This is an optimization exercise on Yosys and OpenROAD, whose aim is small area, a short achievable clock period and few clock cycles, not a production implementation.
The RTL was checked by simulation tests, not by an equivalence proof against the original design.

Design dsl_cmac, start of the top module:
module dsl_cmac (
    input  wire         clk,
    input  wire         rst_n,         
    input  wire         key_load,
    input  wire [127:0] key,
    input  wire         in_valid,
    output wire         in_ready,
    input  wire [31:0]  in_data,
    input  wire         in_last,
    input  wire [1:0]   in_nbytes,     
    output reg          tag_valid,
    output wire [127:0] tag
);
clock: 10.0 ns
lec_check: 0
cap_margin: 20
core_margin: 2
core_utilization: 40
cts_buf_list: sky130_fd_sc_hd__clkbuf_8 sky130_fd_sc_hd__clkbuf_16
cts_cluster_diameter: 100
cts_cluster_size: 20
place_density: 0.6
setup_slack_margin: 5
slew_margin: 20
synth_hierarchical: 1
synth_minimum_keep_size: 0
standard.sh (not shown) runs the stock make flow with config.mk's settings and CLKGATE_MAP_FILE= SYNTH_SCRIPT=/design/flow/synth_recipe.tcl, a recipe that flattens the netlist after the stock synthesis.
==> flow/flow/run.sh <==
#!/bin/bash
set -eu -o pipefail
SETUP_MARGIN=${SETUP_MARGIN:-5.0}
bash standard.sh synth > synth.log 2>&1
bash standard.sh "BUFFER_PORTS_ARGS=-buffer_cell sky130_fd_sc_hd__buf_1" \
  "SETUP_SLACK_MARGIN=$SETUP_MARGIN" finish > layout.log 2>&1
The starting point completed without violations.
Testbench counts at the start, summed over its fixed seeds: cycles 77,494.
Next try:
==> flow/flow/run.sh (replaced) <==
#!/bin/bash
set -eu -o pipefail
SETUP_MARGIN=${SETUP_MARGIN:-5.08}
bash standard.sh synth > synth.log 2>&1
bash standard.sh "BUFFER_PORTS_ARGS=-buffer_cell sky130_fd_sc_hd__buf_1" \
  "SETUP_SLACK_MARGIN=$SETUP_MARGIN" finish > layout.log 2>&1
Settings changed: PLACE_DENSITY 0.6 to 0.55.
After rerunning: Register-to-register slack gets better by 0.06 ns. Synthesized cell count is unchanged. Die area is unchanged.


## amber
Starting RTL as in the previous note.
Design dsl_cmac, start of the top module:
module dsl_cmac (
    input  wire         clk,
    input  wire         rst_n,         
    input  wire         key_load,
    input  wire [127:0] key,
    input  wire         in_valid,
    output wire         in_ready,
    input  wire [31:0]  in_data,
    input  wire         in_last,
    input  wire [1:0]   in_nbytes,     
    output reg          tag_valid,
    output wire [127:0] tag
);
==> flow/config.mk <==
export PLATFORM = sky130hd
export DESIGN_NAME = dsl_cmac
export DESIGN_NICKNAME = dsl_cmac
export VERILOG_FILES = /design/flow/design.v
export SDC_FILE = /design/flow/constraint.sdc
export NUM_CORES = 8
export LEC_CHECK = 0
export CAP_MARGIN = 20
export CORE_MARGIN = 2
export CORE_UTILIZATION = 35
export CTS_BUF_LIST = sky130_fd_sc_hd__clkbuf_8 sky130_fd_sc_hd__clkbuf_16
export CTS_CLUSTER_DIAMETER = 100
export CTS_CLUSTER_SIZE = 20
export PLACE_DENSITY = 0.5
export SETUP_SLACK_MARGIN = 5
export SLEW_MARGIN = 20
export SYNTH_HIERARCHICAL = 1
export SYNTH_MINIMUM_KEEP_SIZE = 0
==> flow/constraint.sdc <==
create_clock -name core_clock -period 10.0 [get_ports {clk}]
set_input_delay 2.0000 -clock core_clock [delete_from_list [all_inputs] [get_ports {clk}]]
set_output_delay 2.0000 -clock core_clock [all_outputs]
set_load 0.01 [all_outputs]
==> flow/flow/run.sh <==
#!/bin/bash
set -eu -o pipefail
SETUP_MARGIN=${SETUP_MARGIN:-5.0}
bash standard.sh synth > synth.log 2>&1
bash standard.sh "BUFFER_PORTS_ARGS=-buffer_cell sky130_fd_sc_hd__buf_1" \
  "SETUP_SLACK_MARGIN=$SETUP_MARGIN" finish > layout.log 2>&1
amber | status: complete | timing, DRC, antenna: pass
Testbench counts of amber, summed over its fixed seeds: cycles 77,494.
diff inputs: amber => harbor
- SETUP_SLACK_MARGIN: 5 -> 5.0
- PLACE_DENSITY: 0.5 -> 0.6
- CORE_UTILIZATION: 35 -> 40
==> flow/flow/run.sh <==
#!/bin/bash
set -eu -o pipefail
bash standard.sh synth > synth.log 2>&1
bash standard.sh "BUFFER_PORTS_ARGS=-buffer_cell sky130_fd_sc_hd__buf_1" finish > layout.log 2>&1
### Flow results
- From amber to harbor the numbers moved as follows: final worst-path cycle share fell by 0.60 points; count of clock buffers in the final design decreased 2; iteration count of the initial detailed-routing pass now sits higher; die width moved down.
- Measured against each other, amber and harbor differ in die area, the lower figure coming from harbor.
### harbor -> sierra
- PLACE_DENSITY now 0.55, was 0.6
- CTS_CLUSTER_SIZE now 16, was 20
- CTS_CLUSTER_DIAMETER now 80, was 100
- SETUP_SLACK_MARGIN now 5, was 5.0
==> flow/flow/run.sh <==
#!/bin/bash
set -eu -o pipefail
SETUP_MARGIN=${SETUP_MARGIN:-5.0}
bash standard.sh synth > synth.log 2>&1
bash standard.sh "BUFFER_PORTS_ARGS=-buffer_cell sky130_fd_sc_hd__buf_1" \
  "SETUP_SLACK_MARGIN=$SETUP_MARGIN" finish > layout.log 2>&1
## What came out
The final layout from sierra, which completed every stage, passed the timing, DRC and antenna checks at the end of the flow. Summary of sierra over harbor: mean number of vias per cell decreased by 2.3% relative to the old numbers; total via count after detailed routing decreased by 1.9% relative to the old numbers; multi-input combinational cell count closely matched the old numbers; met2 wirelength from detailed routing increased by 3.9 mm relative to the old numbers.
### sierra -> lagoon
- a change of SETUP_SLACK_MARGIN from 5 to 4.2
- a change of CTS_CLUSTER_SIZE from 16 to 20
- a change of CTS_CLUSTER_DIAMETER from 80 to 100
==> flow/flow/run.sh <==
#!/bin/bash
set -eu -o pipefail
ARGS="BUFFER_PORTS_ARGS=-buffer_cell sky130_fd_sc_hd__buf_1"
R=orfs/results/${FLOW_PLATFORM}/dsl_cmac/base
bash standard.sh synth > synth.log 2>&1
bash standard.sh "$ARGS" 3_3_place_gp > place_gp.log 2>&1
cp $R/3_3_place_gp.odb $R/3_3_place_gp_orig.odb
ODB_IN=$R/3_3_place_gp_orig.odb ODB_OUT=$R/3_3_place_gp.odb \
  openroad -no_init -exit flow/move_obuf.tcl > move_obuf.log 2>&1
touch $R/3_3_place_gp.odb
bash standard.sh "$ARGS" finish > layout.log 2>&1
==> flow/flow/move_obuf.tcl (new file) <==
# After global placement: move each output port's buffer next to the cell that
# drives it, so that the long wire to the pin hangs on the buffer's output
# rather than on the driving register's. Detailed placement legalizes them.
read_db $::env(ODB_IN)
set block [ord::get_db_block]
set moved 0
foreach inst [$block getInsts] {
  if {![string match "output*" [$inst getName]]} { continue }
  set m [$inst getMaster]
  if {![string match "*buf*" [$m getName]]} { continue }
  set in_net ""
  foreach it [$inst getITerms] {
    if {[$it isInputSignal]} { set in_net [$it getNet] }
  }
  if {$in_net eq "" || $in_net eq "NULL"} { continue }
  set drv ""
  foreach it [$in_net getITerms] {
    if {[$it isOutputSignal]} { set drv [$it getInst] }
  }
  if {$drv eq ""} { continue }
  set loc [$drv getLocation]
  $inst setLocation [lindex $loc 0] [lindex $loc 1]
  $inst setPlacementStatus PLACED
  incr moved
}
puts "moved $moved output buffers"
write_db $::env(ODB_OUT)
- sierra did not stop at any stage, and its layout met the timing, DRC and antenna checks.
- The flow did not stop early for lagoon: all stages ran, and the layout cleared the timing, DRC and antenna checks.
- From sierra to lagoon the numbers moved as follows: total met2 wirelength after detailed routing held, global router's overall resource usage increased 0.94 points, met1 routing resource usage after global routing fell by 0.41 points.

==> re-timing with driven ports <==
The flow's constraints put no driver on any port. The routed layouts listed below were extracted and timed again, unchanged, in two steps. Step 1 sets driving cells, clkbuf_16 on the clock port and buf_2 on the other inputs (assumed; they add their load-dependent delay and slew). Step 2 adds t to the input delays and takes it off the output delays; t is the mean of the earliest and latest rising clock arrival at the registers after step 1. Input paths then give back, and output paths get back, about the clock's delay inside the block. a / b / c = no drivers / after step 1 / after step 2; a / b = the first two.
run	t, ns	setup slack, ns	hold WS [ns]	worst setup path after step 2	worst data-port slew with drivers (ns)
the first run of note 1	0.713	5.089 / 5.089 / 4.526	0.464 / 0.464 / 0.464	input to register	0.24
the second run of note 1	0.716	5.146 / 5.146 / 4.499	0.447 / 0.447 / 0.447	input to register	0.10
amber	0.770	5.030 / 5.030 / 4.428	0.422 / 0.422 / 0.422	input to register	0.14
harbor	0.713	5.089 / 5.089 / 4.526	0.464 / 0.464 / 0.464	input to register	0.24
sierra	0.736	5.092 / 5.092 / 4.514	0.452 / 0.452 / 0.452	input to register	0.10
lagoon	0.724	4.374 / 4.374 / 4.374	0.447 / 0.447 / 0.447	register to register	0.10
After both steps setup and hold are still met in every run listed. For the second run of note 1, which loses most, drivers alone change the setup slack by 0.000 ns; drivers and shift together by -0.647 ns.
